This design comes from an exercise in tuning for small area on the open sky130 flow, not from production work.
At most, simulation tests tie the RTL to the original design; equivalence was not proved.
Function not checked in run 2: the RTL went through the layout flow alone.
Power is estimated from default activity; no workload was simulated.

===== flow/config.mk =====
export PLATFORM = sky130hd
export DESIGN_NAME = row_pwm
export DESIGN_NICKNAME = row_pwm
export VERILOG_FILES = /design/flow/design.v
export SDC_FILE = /design/flow/constraint.sdc
export NUM_CORES = 4
export LEC_CHECK = 0
export CAP_MARGIN = 20
export CORE_MARGIN = 2
export CORE_UTILIZATION = 25
export PLACE_DENSITY = 0.45
export SLEW_MARGIN = 20

===== flow/constraint.sdc =====
create_clock -name core_clock -period 20.0 [get_ports {clk}]
set_input_delay 4.0000 -clock core_clock [delete_from_list [all_inputs] [get_ports {clk}]]
set_output_delay 4.0000 -clock core_clock [all_outputs]
set_load 0.01 [all_outputs]

===== flow/design.v =====
module row_pwm (
    input  wire        clk,
    input  wire        rst,
    input  wire        tick,         
    input  wire        row_a,        
    input  wire [16:0] cfg_period,   
    input  wire        gstart,       
    input  wire        wr_duty,
    input  wire        wr_phase,
    input  wire [2:0]  wr_ch,
    input  wire [16:0] wr_data,      
    output reg  [7:0]  out,
    output reg  [16:0] cnt,
    output reg         wrap
);
    reg  [16:0] per;
    wire [16:0] pmin    = row_a ? 17'd2500 : 17'd500;
    wire [16:0] cfg_cl  = (cfg_period < pmin) ? pmin :
                          (cfg_period > 17'd100000) ? 17'd100000 : cfg_period;
    wire [16:0] cnt_inc = cnt + 17'd1;
    wire        at_end  = (cnt_inc >= per);
    wire        do_wrap = gstart || (tick && at_end);
    wire [16:0] cnt_nx  = do_wrap ? 17'd0 : (tick ? cnt_inc : cnt);
    wire [16:0] per_nx  = do_wrap ? cfg_cl : per;
    reg  [8:0]  gap;
    reg  [7:0]  frac;
    reg  [7:0]  m;
    wire        hit     = tick && !do_wrap && (gap == 9'd1);
    wire [8:0]  fsum    = {1'b0, frac} + {1'b0, per[7:0]};
    always @(posedge clk) begin
        if (rst) begin
            m    <= 8'd1;
            gap <= 9'd19;           
            frac <= 8'd136;          
        end else if (do_wrap) begin
            m    <= 8'd1;
            gap <= per_nx[16:8];
            frac <= per_nx[7:0];
        end else if (tick) begin
            if (gap == 9'd1) begin
                m    <= m + 8'd1;
                gap <= per[16:8] + {8'd0, fsum[8]};
                frac <= fsum[7:0];
            end else begin
                gap <= gap - 9'd1;
            end
        end
    end
    always @(posedge clk) begin
        if (rst) begin
            cnt  <= 17'd0;
            per  <= 17'd5000;
            wrap <= 1'b0;
        end else begin
            cnt  <= cnt_nx;
            per  <= per_nx;
            wrap <= do_wrap;
        end
    end
    reg  [16:0] duty_w  [0:7];
    reg  [7:0]  phase_w [0:7];
    reg  [16:0] duty_a  [0:7];
    reg  [7:0]  phase_a [0:7];
    reg  [16:0] rem     [0:7];
    reg  [16:0] mq      [0:7];   
    reg  [16:0] mp      [0:7];   
    reg  [4:0]  ecnt    [0:7];   
    reg         ra      [0:7];   
    integer i;
    reg  [16:0] dn;
    reg         st;
    reg  [17:0] sum;
    reg  [16:0] tr, tminv, tc;
    always @(posedge clk) begin
        if (rst) begin
            out <= 8'd0;
            for (i = 0; i < 8; i = i + 1) begin
                duty_w[i]  <= 17'd0;
                duty_a[i]  <= 17'd0;
                phase_w[i] <= 8'd32 * i[7:0];
                phase_a[i] <= 8'd32 * i[7:0];
                rem[i]     <= 17'd0;
                mq[i]      <= 17'd0;
            end
        end else begin
            for (i = 0; i < 8; i = i + 1) begin
                if (do_wrap) begin
                    duty_a[i]  <= duty_w[i];
                    phase_a[i] <= phase_w[i];
                end
                dn = do_wrap ? duty_w[i] : duty_a[i];
                st = do_wrap ? (phase_w[i] == 8'd0) : (hit && phase_a[i] == m);
                sum = {1'b0, rem[i]} + (mq[i][0] ? {1'b0, mp[i]} : 18'd0);
                tr = sum[17:1];
                tminv = ra[i] ? 17'd100 : 17'd20;
                if (tr < tminv)
                    tc = tminv;
                else if (mp[i] - tr < tminv)
                    tc = mp[i] - tminv;
                else
                    tc = tr;
                if (dn == 17'd0) begin
                    rem[i] <= 17'd0;
                    mq[i]  <= 17'd0;
                    out[i] <= 1'b0;
                end else if (dn[16]) begin
                    rem[i] <= 17'd0;
                    mq[i]  <= 17'd0;
                    out[i] <= 1'b1;
                end else if (st) begin
                    rem[i]  <= 17'd0;
                    mq[i]   <= {1'b1, dn[15:0]};
                    mp[i]   <= per_nx;
                    ecnt[i] <= 5'd0;
                    ra[i]   <= row_a;
                    out[i]  <= 1'b1;
                end else if (mq[i] != 17'd0) begin
                    if (mq[i][16:1] == 16'd1) begin
                        rem[i] <= tc - 17'd1 - {12'd0, ecnt[i]} - {16'd0, tick};
                        mq[i]  <= 17'd0;
                    end else begin
                        rem[i]  <= tr;
                        mq[i]   <= mq[i] >> 1;
                        ecnt[i] <= ecnt[i] + {4'd0, tick};
                    end
                end else if (tick && rem[i] != 17'd0) begin
                    rem[i] <= rem[i] - 17'd1;
                end else if (tick) begin
                    out[i] <= 1'b0;
                end
            end
            if (wr_duty)
                duty_w[wr_ch] <= wr_data;
            if (wr_phase)
                phase_w[wr_ch] <= wr_data[7:0];
        end
    end
endmodule

===== flow/run.sh =====
#!/bin/bash
# synth_recipe.tcl (not shown) runs the flow's synth.tcl, then flattens the netlist and writes it again
# the make line also repeats each setting of config.mk as NAME=value (left out here)
make -C /OpenROAD-flow-scripts/flow DESIGN_CONFIG=/design/flow/config.mk WORK_HOME=/design/flow/orfs CLKGATE_MAP_FILE= SYNTH_SCRIPT=/design/flow/synth_recipe.tcl finish

==> results_dict.tcl, run 1 <==
set metrics [dict create \
    cp.required_ns 20.60 \
    final_common_cell "nand2_1" \
    synth_fp_nets 8176 \
    first_iter_violations 4452 \
    fin_crit_sh 0.481 \
    n_fill_cell 27300 \
    dr.pass1.iters 6 \
    critPathMaxFanout 31 \
    cts_post_setup_buffers_inserted 0 \
    synth_area_per_cell_um2 8.41 \
    drive_gt1_frac 0.0576 \
    die_w_um 513 \
    grt_pass1_wl_um 337000 \
    stdcell_area_mm2 0.0732 \
    grt_pass1_vias 54600 \
    crit_path_start "mq[2][0]" \
    fin_worst_skew_ns 0.0721 \
    max_freq_mhz 104 \
    routed_wl_um 221000 \
    leakage_nw 28.0 \
    r2r-end "rem[2][8]" \
    initial_utilization 0.252 \
    cpPeakStageDelay_ns 0.93 \
    outcome "timing/DRC/antenna clean" \
    setup-tns-final_ns 0 \
    seq_power_share 0.230 \
    drcViolationCount 0 \
    core_area_mm2 0.257 \
    place.gp.congestion 0.876 \
    dpl_worst_slack_ns 10.49 \
    place_inst 10900 \
    ant_nets 0 \
    rr_worst_depth 35 \
    fin_nets 8109 \
    synth_edf_count 384 \
    crit_type "flop to flop" \
    internal_power_w 0.00560 \
    synthFlopType "dfxtp_1" \
    yosysWarnings 8 \
    cap_violations 0 \
    htree_levels 3 \
    netSwitchingFraction 0.455 \
    grtUsageTotal 0.163 \
    slowest_stage "nor4_2" \
    tightest_slew_ns 1.17 \
    clockBufferDepth 3 \
    synth_seq_area_share 0.345 \
    numCtsBuffers 114 \
    routed_via_density 5.08 \
    final_cell_mix "nand2_1, a21oi_1, nor2_1" \
    dpl_cell_area_mm2 0.0692 \
    peakVddDrop_mv 0.111 \
    clk-insertion-delay-late_ns 0.78 \
    hold_class "flop to flop" \
    portBuffers 69 \
    die_area_mm2 0.263 \
    cts_hold_buf 0 \
    ioPinCount 70 \
    vias 56600 \
    post-dp-hpwl_um 163000 \
    synth_seq_cells 924 \
    worst_slack_ns 10.37 \
    grt_overflow_total 0 \
    arrival_ns 10.23 \
    cp-start-kind "flop" \
    worstReg2RegStart "mq[2][0]" \
    r2r_setup_slack_ns 10.37 \
    rsz0062_at_grt "false" \
    final_hold_viol_count 0 \
    endpoint "rem[2][8]" \
    relSlewSlack 0.215 \
    grt_max_degree 152 \
    area_growth_pct 13.0 \
    async_reset_ff_frac 0 \
    synth.distinct_cells 121 \
    wl_per_cell_um 19.9 \
    clk_pin_slew_ns 0.06 \
    worstSetupEndpointType "flop" \
    layout.cells.non_filler 11100 \
    min_period_ns 9.63 \
    maxSlewViolCount 0 \
    numClockSinks 924 \
    switchingPower_w 0.00468 \
    p_per_area_mw_per_mm2 140 \
    cts_root_buffer "clkbuf_16" \
    syn_area_mm2 0.0648 \
    syn_inst 7697 \
    p_comb_frac 0.562 \
    antenna_found_initial 36 \
    clockPowerShare 0.208 \
    finalSetupViolations 0 \
    cts_tree "done" \
    rows 186 \
    cts_resized 0 \
    die_y_um 513 \
]
-- cell type report --
class | count | area (µm²) | area share
Multi-Input combinational cell | 6125 | 40100 | 0.548
Clock buffer | 147 | 3110 | 0.0425
Sequential cell | 924 | 22300 | 0.305
Antenna cell | 20 | 50.0 | 0.000684
Timing Repair Buffer | 170 | 1450 | 0.0198
Tap cell | 3384 | 4230 | 0.0579
Clock inverter | 70 | 763 | 0.0104
Inverter | 295 | 1110 | 0.0151
-- power by group through the flow --
stage | registers [W] | clock network, W | logic [W]
global route | 0.00238 | 0.00226 | 0.00644
finish | 0.00236 | 0.00213 | 0.00578
floorplan | 0.00231 | 0 | 0.00436
global placement | 0.00240 | 0 | 0.00568
detailed placement | 0.00240 | 0 | 0.00570
CTS | 0.00236 | 0.00219 | 0.00575
-- routing by layer --
layer	vias up	track usage	share of wire
met1	27300	0.217	0.46
li1	27800	-	-
met5	-	0	0.000063
met2	1243	0.279	0.48
met3	254	0.0150	0.042
met4	4	0.0459	0.023
-- flip-flops by register name (all words and copies together) (netlist names), 9 cells and up --
signal / count
cnt: 17
duty_a: 136
duty_w: 136
ecnt: 40
gap: 9
mp: 136
mq: 136
per: 17
phase_a: 64
phase_w: 64
rem: 136
-- critical path: cells and delay by family, from the launching register on --
kind                     cells  cell delay [ns]
buffers and inverters        3             0.48
AO/OA/AOI/OAI               11             2.48
multiplexers                 1             0.26
AND/OR/NAND/NOR             13             3.33
XOR/XNOR                     2             0.44
flip-flops                   1             0.76
adder cells (fa/ha/maj)      5             1.71
-- synthesized netlist by cell type (all sizes together), types with 107 or more instances --
cell | count | area (µm²)
nor3 | 216 | 1100
edfxtp | 384 | 11500
nor2 | 688 | 2590
a211oi | 107 | 816
nand2 | 848 | 3180
a21o | 143 | 1070
nand2b | 107 | 669
a21oi | 698 | 3510
nand3 | 128 | 641
o21ai | 301 | 1510
nor4 | 179 | 1130
xnor2 | 324 | 2840
inv | 292 | 1100
clkbuf | 312 | 1170
ha | 418 | 5230
and2 | 414 | 2590
xor2 | 264 | 2340
dfxtp | 540 | 10800
-- per-stage QoR --
stage,power (W),hold WS [ns],utilization
final,0.0103,0.443,0.285
after global routing,0.0111,0.459,0.284
after CTS,0.0103,0.446,0.284
after detailed placement,0.00810,0.445,0.269
after global placement,0.00809,0.438,0.269
after floorplan,0.00667,0.432,-
-- logic make-up after synthesis --
logic type / count (synthesis) / synth area share
flip-flops: 924 / 0.345
AO/OA/AOI/OAI: 1920 / 0.192
adder cells (fa/ha/maj): 462 / 0.0902
multiplexers: 126 / 0.0199
AND/OR/NAND/NOR: 3016 / 0.230
buffers and inverters: 648 / 0.0379
XOR/XNOR: 601 / 0.0845
-- how the worst min path moves through the flow --
stage                    from   endpoint  cells past startpoint
detailed placement  mq[6][14]  mq[6][13]                      2
global route        mq[5][12]  mq[5][11]                      2
finish              mq[5][12]  mq[5][11]                      2
floorplan           mq[6][14]  mq[6][13]                      2
CTS                 mq[5][12]  mq[5][11]                      2
global placement     mq[6][9]   mq[6][8]                      2
==> inputs of run 2 (changes only) <==
==> flow/design.v (replaced) <==
module row_pwm (
    input  wire        clk,
    input  wire        rst,
    input  wire        tick,         
    input  wire        row_a,        
    input  wire [16:0] cfg_period,   
    input  wire        gstart,       
    input  wire        wr_duty,
    input  wire        wr_phase,
    input  wire [2:0]  wr_ch,
    input  wire [16:0] wr_data,      
    output reg  [7:0]  out,
    output reg  [16:0] cnt,
    output reg         wrap
);
    reg  [16:0] per;
    wire [16:0] pmin    = row_a ? 17'd2500 : 17'd500;
    wire [16:0] tmin    = row_a ? 17'd100  : 17'd20;
    wire [16:0] cfg_cl  = (cfg_period < pmin) ? pmin :
                          (cfg_period > 17'd100000) ? 17'd100000 : cfg_period;
    wire        at_end  = (cnt >= per - 17'd1);
    wire        do_wrap = gstart || (tick && at_end);
    wire [16:0] cnt_nx  = do_wrap ? 17'd0 : (tick ? cnt + 17'd1 : cnt);
    wire [16:0] per_nx  = do_wrap ? cfg_cl : per;
    reg  [16:0] duty_w  [0:7];
    reg  [7:0]  phase_w [0:7];
    reg  [16:0] duty_a  [0:7];
    reg  [7:0]  phase_a [0:7];
    reg  [16:0] rem     [0:7];
    integer i;
    reg  [16:0] duty_n  [0:7];
    reg  [7:0]  phase_n [0:7];
    reg  [24:0] st_prod [0:7];
    reg  [33:0] on_prod [0:7];
    reg  [16:0] st      [0:7];
    reg  [16:0] ton_raw [0:7];
    reg  [16:0] ton     [0:7];
    always @(*) begin
        for (i = 0; i < 8; i = i + 1) begin
            duty_n[i]  = do_wrap ? duty_w[i]  : duty_a[i];
            phase_n[i] = do_wrap ? phase_w[i] : phase_a[i];
            st_prod[i] = phase_n[i] * per_nx;
            on_prod[i] = duty_n[i] * per_nx;
            st[i]      = st_prod[i][24:8];
            ton_raw[i] = on_prod[i][32:16];
            if (ton_raw[i] < tmin)
                ton[i] = tmin;
            else if (per_nx - ton_raw[i] < tmin)
                ton[i] = per_nx - tmin;
            else
                ton[i] = ton_raw[i];
        end
    end
    always @(posedge clk) begin
        if (rst) begin
            cnt     <= 17'd0;
            per     <= 17'd5000;
            wrap    <= 1'b0;
            out     <= 8'd0;
            for (i = 0; i < 8; i = i + 1) begin
                duty_w[i]  <= 17'd0;
                duty_a[i]  <= 17'd0;
                phase_w[i] <= 8'd32 * i[7:0];
                phase_a[i] <= 8'd32 * i[7:0];
                rem[i]     <= 17'd0;
            end
        end else begin
            cnt  <= cnt_nx;
            per  <= per_nx;
            wrap <= do_wrap;
            for (i = 0; i < 8; i = i + 1) begin
                if (do_wrap) begin
                    duty_a[i]  <= duty_w[i];
                    phase_a[i] <= phase_w[i];
                end
                if (duty_n[i] == 17'd0) begin
                    rem[i] <= 17'd0;
                    out[i] <= 1'b0;
                end else if (duty_n[i] >= 17'h10000) begin
                    rem[i] <= 17'd0;
                    out[i] <= 1'b1;
                end else if ((tick || do_wrap) && cnt_nx == st[i]) begin
                    rem[i] <= ton[i] - 17'd1;
                    out[i] <= 1'b1;
                end else if (tick && rem[i] != 17'd0) begin
                    rem[i] <= rem[i] - 17'd1;
                end else if (tick) begin
                    out[i] <= 1'b0;
                end
            end
            if (wr_duty)
                duty_w[wr_ch] <= (wr_data > 17'h10000) ? 17'h10000 : wr_data;
            if (wr_phase)
                phase_w[wr_ch] <= wr_data[7:0];
        end
    end
endmodule
==> run 2 against run 1 <==
  * Die area is 130% higher
  * Register-to-register slack worse by 8.0 ns
  * Clock skew is 0.0034 ns higher
  * Critical path depth is 14 higher
  * Non-clock buffer count is 392 higher
  * Largest cell class unchanged
  * Total power grew to 2.7 times the previous value
  * Hold slack better by 0.037 ns
  * Maximum frequency is 48% lower
==> results_dict.tcl, run 2 <==
set metrics [dict create \
    place_inst 25800 \
    cts_tree "done" \
    numCtsBuffers 85 \
    layout.cells.non_filler 26000 \
    synth_top_area_frac 0.336 \
    post-dp-hpwl_um 470000 \
    min_period_ns 18.63 \
    synth_seq_area_share 0.0919 \
    grt_max_degree 83 \
    drcViolationCount 0 \
    synth.largest_area_cell "fa_1" \
    antenna_found_initial 76 \
    routed_wl_um 620000 \
    synth_area_per_cell_um2 8.09 \
    fin_worst_skew_ns 0.0755 \
    hold_class "flop to flop" \
    routed_via_density 4.94 \
    synth_seq_cells 579 \
    critPathMaxFanout 17 \
    initial_utilization 0.251 \
    rows 282 \
    rr_worst_depth 55 \
    die_area_mm2 0.598 \
    stdcell_area_mm2 0.163 \
    synth_fp_nets 22100 \
    syn_area_mm2 0.148 \
    r2r_setup_slack_ns 2.42 \
    arrival_ns 19.38 \
    ant_nets 0 \
    largestRegisters "duty_a (136), duty_w (136), rem (136)" \
    cts_hold_buf 0 \
    worstSetupEndpointType "flop" \
    place.gp.congestion 0.924 \
    clk-insertion-delay-late_ns 0.85 \
    dpl_cell_area_mm2 0.160 \
    area_growth_pct 10.2 \
    ioPinCount 70 \
    cts_root_buffer "clkbuf_16" \
    peakVddDrop_mv 0.243 \
    syn_inst 18300 \
    grt_pass1_wl_um 907000 \
    cts_post_setup_buffers_inserted 0 \
    portBuffers 69 \
    htree_levels 3 \
    dr.pass1.iters 6 \
    hold_depth 2 \
    critPathMostFrequentCell "fa_1" \
    final_common_cell "inv_1" \
    synthFlopType "dfxtp_1" \
    leakage_nw 76.2 \
    p_per_area_mw_per_mm2 173 \
    multi_input_area_mm2 0.119 \
    finalSetupViolations 0 \
    setup-tns-final_ns 0 \
    grtUsageTotal 0.204 \
    cp.required_ns 20.75 \
    fin_crit_sh 0.932 \
    yosysWarnings 11 \
    core_area_mm2 0.590 \
    clockBufferDepth 4 \
    grt_pass1_vias 131000 \
    tightest_slew_ns 1.25 \
    outcome "timing/DRC/antenna clean" \
    cts_resized 0 \
    die_w_um 773 \
    vias 129000 \
    maxSlewViolCount 0 \
    cpPeakStageDelay_ns 0.80 \
    async_reset_ff_frac 0 \
    cp-start-kind "primary input" \
    rsz0062_at_grt "false" \
    fin_nets 21900 \
    synth.distinct_cells 128 \
    relSlewSlack 0.165 \
    final_hold_viol_count 0 \
    drive_gt1_frac 0.0536 \
    slowest_stage "clkdlybuf4s50_1" \
    grt_overflow_total 0 \
    die_y_um 773 \
    final_cell_mix "inv_1, nand2_1, nor2_1" \
    synth_edf_count 200 \
    synthTopCellsByCount "inv_1, nand2_1, nor2_1" \
    wl_per_cell_um 23.8 \
    synth.area.top_cells "fa_1, ha_1, inv_1" \
    whs_ns 0.480 \
    crit_type "primary input to flop" \
    numClockSinks 579 \
    regArea_mm2 0.0136 \
    clk_pin_slew_ns 0.06 \
    cap_violations 0 \
    max_freq_mhz 53.7 \
    first_iter_violations 11000 \
    n_fill_cell 63900 \
    yosysMostFrequentCell "inv_1" \
]
## run 2: cell types whose count changed after synthesis, moves of 90 or more
cell and delta:
nand3_1 +90, fa_1 +2463, xor2_1 -108, and2_1 -170, mux2i_1 +282, clkbuf_1 +461
nor2_1 +1803, ha_1 +896, edfxtp_1 -184, nand2_1 +1686, dfxtp_1 -161, a21oi_1 -165
inv_1 +3015
## run 2: area by class of cell
cell class                      instances  share of cell area
Timing Repair Buffer                  562              0.0287
Multi-Input combinational cell      13500               0.732
Sequential cell                       579              0.0834
Clock inverter                         42             0.00301
Antenna cell                           78             0.00120
Clock buffer                          111              0.0147
Tap cell                             7810              0.0600
Inverter                             3314              0.0767
## run 2: routing by layer
layer	global-route usage	routed length (µm)	up-vias
met5	0	89	-
met4	0.0762	25200	12
met3	0.0330	44300	794
met2	0.326	278000	4478
met1	0.276	272000	65900
li1	-	-	57400
## run 2: worst paths after layout
check           startpoint          to
max          cfg_period[5]  rem[2][12]
min             rem[7][14]  rem[7][14]
max reg2reg         per[2]  rem[2][12]
min reg2reg     rem[7][14]  rem[7][14]
## run 2: cells by family (layout without fill, tap and decap cells)
family / Yosys count / after routing / synth area share
buffers and inverters: 4178 / 4029 / 0.107
DFF: 579 / 579 / 0.0919
AOI/OAI and AO/OA: 2123 / 2123 / 0.0971
xor gates and xnor gates: 535 / 535 / 0.0322
muxes: 422 / 422 / 0.0289
and+or+nand+nor: 6635 / 6635 / 0.195
adders and majority gates: 3807 / 3807 / 0.448
other: 0 / 78 / 0
## run 2: worst max-delay path: cells and delay by family
family          cells  cell delay, ns
simple gates        9            2.29
mux                 1            0.18
fa+ha+maj          11            4.95
compound gates     16            5.35
buf+inv             9            2.05
xor+xnor            3            0.49
## run 2: report_power, final
part           internal [W]  leakage [nW]  switching, W
sequential          0.00140          5.04      0.000156
combinational       0.00941          69.8        0.0156
clock              0.000953          1.42      0.000688
## run 2: through the flow
| step | worst slack [ns] | utilization | power, W |
|---|---|---|---|
| after floorplan | 0.786 | - | 0.0192 |
| after global placement | 0.964 | 0.271 | 0.0262 |
| after detailed placement | 0.889 | 0.271 | 0.0262 |
| after CTS | 1.74 | 0.276 | 0.0280 |
| after global routing | 0.850 | 0.276 | 0.0311 |
| final | 1.37 | 0.276 | 0.0282 |

[static timing again, ports no longer ideal]
The results above use ideal ports. As a check the final layouts listed here were re-extracted and re-timed, cells and wires unchanged.
Step 1 sets driving cells, clkbuf_16 on the clock port and buf_2 on the other inputs (assumed; they add their load-dependent delay and slew).
Step 2 moves the port delays by t, midway between the first and last clock arrival at a register: inputs arrive t later, outputs are due t later. That takes back most of the time a late clock gives input paths.
Three values: ideal ports, drivers, drivers and shift; two values: the first two.
| run | t, ns | setup slack, ns | worst setup path at the end | worst register clock-pin slew, ns |
|---|---|---|---|---|
| run 1 | 0.838 | 10.374 / 10.374 / 10.374 | register to register | 0.07 / 0.07 |
| run 2 | 0.937 | 1.368 / 1.457 / 0.520 | input to register | 0.08 / 0.08 |
After both steps every run listed still meets setup and hold. For run 2, which loses most, drivers alone change the setup slack by +0.089 ns; drivers and shift together by -0.848 ns.
